What follows belongs to an exercise in optimizing a design on an open flow for small area, a short achievable clock period and few clock cycles per item; a production flow would make more cautious choices.
Where RTL was checked, it was by simulation tests only, not by an equivalence proof against the original.

## JK
Design aes_core, start of the top module:
module aes_core (
    input  wire         clk,
    input  wire         rst,          
    input  wire         key_load,     
    input  wire         key_len256,   
    input  wire [255:0] key_in,
    input  wire         start,        
    input  wire         decrypt,      
    input  wire [127:0] din,
    output wire         ready,
    output reg          done,         
    output wire [127:0] dout
);
Size: ~11,000 cells after synthesis, about 1,800 flip-flops.
==> module aes_sbox_ed_b, before the edit <==
module aes_sbox_ed_b (
    input  wire [17:0] m,
    input  wire        dec,
    input  wire [7:0]  k,
    output wire [7:0]  y
);
    wire L0, L1, L2, L3, L4, L5, L6, L7, L8, L9, L10, L11, L12, L13, L14, L15, L16, L17, L18, L19, L20, L21, L22, L23, L24, L25, L26, L27, L28, L29, M46, M47, M48, M49, M50, M51, M52, M53, M54, M55, M56, M57, M58, M59, M60, M61, M62, M63;
    assign {M46, M47, M48, M49, M50, M51, M52, M53, M54, M55, M56, M57, M58, M59, M60, M61, M62, M63} = m;
    assign L0 = M61 ^ M62;
    assign L1 = M50 ^ M56;
    assign L2 = M46 ^ M48;
    assign L3 = M47 ^ M55;
    assign L4 = M54 ^ M58;
    assign L5 = M49 ^ M61;
    assign L6 = M62 ^ L5;
    assign L7 = M46 ^ L3;
    assign L8 = M51 ^ M59;
    assign L9 = M52 ^ M53;
    assign L10 = M53 ^ L4;
    assign L11 = M60 ^ L2;
    assign L12 = M48 ^ M51;
    assign L13 = M50 ^ L0;
    assign L14 = M52 ^ M61;
    assign L15 = M55 ^ L1;
    assign L16 = M56 ^ L0;
    assign L17 = M57 ^ L1;
    assign L18 = M58 ^ L8;
    assign L19 = M63 ^ L4;
    assign L20 = L0 ^ L1;
    assign L21 = L1 ^ L7;
    assign L22 = L3 ^ L12;
    assign L23 = L18 ^ L2;
    assign L24 = L15 ^ L9;
    assign L25 = L6 ^ L10;
    assign L26 = L7 ^ L9;
    assign L27 = L8 ^ L10;
    assign L28 = L11 ^ L14;
    assign L29 = L11 ^ L17;
    wire [7:0] yf;
    assign yf[7] = L6 ^ L24;
    assign yf[6] = ~(L16 ^ L26);
    assign yf[5] = ~(L19 ^ L28);
    assign yf[4] = L6 ^ L21;
    assign yf[3] = L20 ^ L22;
    assign yf[2] = L25 ^ L29;
    assign yf[1] = ~(L13 ^ L27);
    assign yf[0] = ~(L6 ^ L23);
    wire [7:0] yi;
    assign yi[7] = M49 ^ M51 ^ M52 ^ M54 ^ M58 ^ M59 ^ M61 ^ M62 ^ k[7];
    assign yi[6] = M47 ^ M48 ^ M49 ^ M50 ^ M52 ^ M54 ^ M55 ^ M56 ^ M59 ^ M60 ^ M61 ^ M63 ^ k[6];
    assign yi[5] = M47 ^ M48 ^ M49 ^ M50 ^ M52 ^ M54 ^ M56 ^ M57 ^ M58 ^ M60 ^ M61 ^ M62 ^ k[5];
    assign yi[4] = M46 ^ M48 ^ M52 ^ M54 ^ M58 ^ M59 ^ M61 ^ M62 ^ k[4];
    assign yi[3] = M46 ^ M48 ^ M50 ^ M51 ^ M52 ^ M53 ^ M56 ^ M57 ^ M58 ^ M59 ^ M61 ^ M63 ^ k[3];
    assign yi[2] = M46 ^ M47 ^ M50 ^ M51 ^ M52 ^ M54 ^ M58 ^ M59 ^ M61 ^ M62 ^ k[2];
    assign yi[1] = M49 ^ M50 ^ M52 ^ M53 ^ M58 ^ M59 ^ M61 ^ M62 ^ k[1];
    assign yi[0] = M55 ^ M57 ^ M61 ^ M63 ^ k[0];
    assign y = dec ? yi : yf;
endmodule
Settings: LEC_CHECK=0, CAP_MARGIN=30, CORE_MARGIN=2, CORE_UTILIZATION=50, GPL_ROUTABILITY_DRIVEN=0, SLEW_MARGIN=30; clock period 12.0 ns.
standard.sh (not shown) runs the stock make flow with config.mk's settings and CLKGATE_MAP_FILE= SYNTH_SCRIPT=/design/flow/synth_recipe.tcl, a recipe that flattens the netlist after the stock synthesis.
==> flow/flow/run.sh <==
#!/bin/bash
# Layout flow: the standard flow (standard synthesis, floorplan, placement,
# CTS, routing) unchanged, except that timing repair aims for a setup slack of
# SETUP_SLACK_MARGIN ns (from flow/margin) instead of 0 against the 12 ns clock,
# so that the tools size and buffer the design for a shorter period.
set -euo pipefail
MARGIN=$(cat flow/margin)
echo "setup margin $MARGIN" > run.log
bash standard.sh SETUP_SLACK_MARGIN="$MARGIN" finish > standard.log 2>&1
echo "done" >> run.log
==> flow/flow/margin <==
8
Testbench counts of JK, summed over its fixed seeds: cycles 10,301, blocks 768.
Here is what was changed in the inputs of MS compared with JK.
--- a/flow/design.v
+++ b/flow/design.v
@@ -159,19 +159,11 @@
     assign yf[4] = L6 ^ L21;
     assign yf[3] = L20 ^ L22;
     assign yf[2] = L25 ^ L29;
     assign yf[1] = ~(L13 ^ L27);
     assign yf[0] = ~(L6 ^ L23);
-    wire [7:0] yi;
-    assign yi[7] = M49 ^ M51 ^ M52 ^ M54 ^ M58 ^ M59 ^ M61 ^ M62 ^ k[7];
-    assign yi[6] = M47 ^ M48 ^ M49 ^ M50 ^ M52 ^ M54 ^ M55 ^ M56 ^ M59 ^ M60 ^ M61 ^ M63 ^ k[6];
-    assign yi[5] = M47 ^ M48 ^ M49 ^ M50 ^ M52 ^ M54 ^ M56 ^ M57 ^ M58 ^ M60 ^ M61 ^ M62 ^ k[5];
-    assign yi[4] = M46 ^ M48 ^ M52 ^ M54 ^ M58 ^ M59 ^ M61 ^ M62 ^ k[4];
-    assign yi[3] = M46 ^ M48 ^ M50 ^ M51 ^ M52 ^ M53 ^ M56 ^ M57 ^ M58 ^ M59 ^ M61 ^ M63 ^ k[3];
-    assign yi[2] = M46 ^ M47 ^ M50 ^ M51 ^ M52 ^ M54 ^ M58 ^ M59 ^ M61 ^ M62 ^ k[2];
-    assign yi[1] = M49 ^ M50 ^ M52 ^ M53 ^ M58 ^ M59 ^ M61 ^ M62 ^ k[1];
-    assign yi[0] = M55 ^ M57 ^ M61 ^ M63 ^ k[0];
+    wire [7:0] yi = {yf[6:0], yf[7]} ^ {yf[4:0], yf[7:5]} ^ {yf[1:0], yf[7:2]} ^ 8'h05 ^ k;
     assign y = dec ? yi : yf;
 endmodule
 module aes_sbox_f_a (
     input  wire [7:0]  a,
     output wire [17:0] m
## What came out
- Of JK and MS, the run reporting the higher fraction of area in multi-input gates was MS.
- JK has lower delay of the slowest cell on the worst path than MS.
- JK → MS: number of standard cells after synthesis now sits higher; wire length on met1 now sits higher.
- [compare] base=JK new=MS: final area has increased, die area picked up an extra about 1.4%, routed wire length on met2 went up, buffer and inverter count on the worst path went down by 1, part of the cycle the worst path needs shows an increase of 3.1 points.
- Re number of synthesized register bits: no difference whatsoever between JK and MS.
- Startpoint of the worst setup timing path: m1[179]$_DFF_P_ -> MS, m1[115]$_DFF_P_ -> JK
- JK: PASS, flow complete, no timing, DRC or antenna violations
- MS finished end to end and its layout was clean on timing, DRC and antenna.
No functional check of the RTL was part of MS.

[what the ideal ports hide]
The flow's constraints put no driver on any port. The routed layouts listed below were extracted and timed again, unchanged, in two steps.
Step 1, drivers: a clkbuf_16 drives clk and a buf_2 each remaining input, both assumed.
Step 2 also shifts input and output timing later by t, the mid clock arrival at the registers, as if the neighbouring blocks saw the same clock.
Three values: ideal ports, drivers, drivers and shift; two values: the first two.
run	t (ns)	setup WS [ns]	latest minus earliest clock arrival (ns)	pins driven straight from the clock port
JK	0.961	7.843 / 7.843 / 7.066	0.079 / 0.079	1
MS	0.965	7.466 / 7.466 / 7.126	0.098 / 0.098	1
After both steps setup and hold are still met in every run listed. The setup slack of JK, which loses most, moves by 0.000 ns with the drivers and by -0.777 ns with both steps.
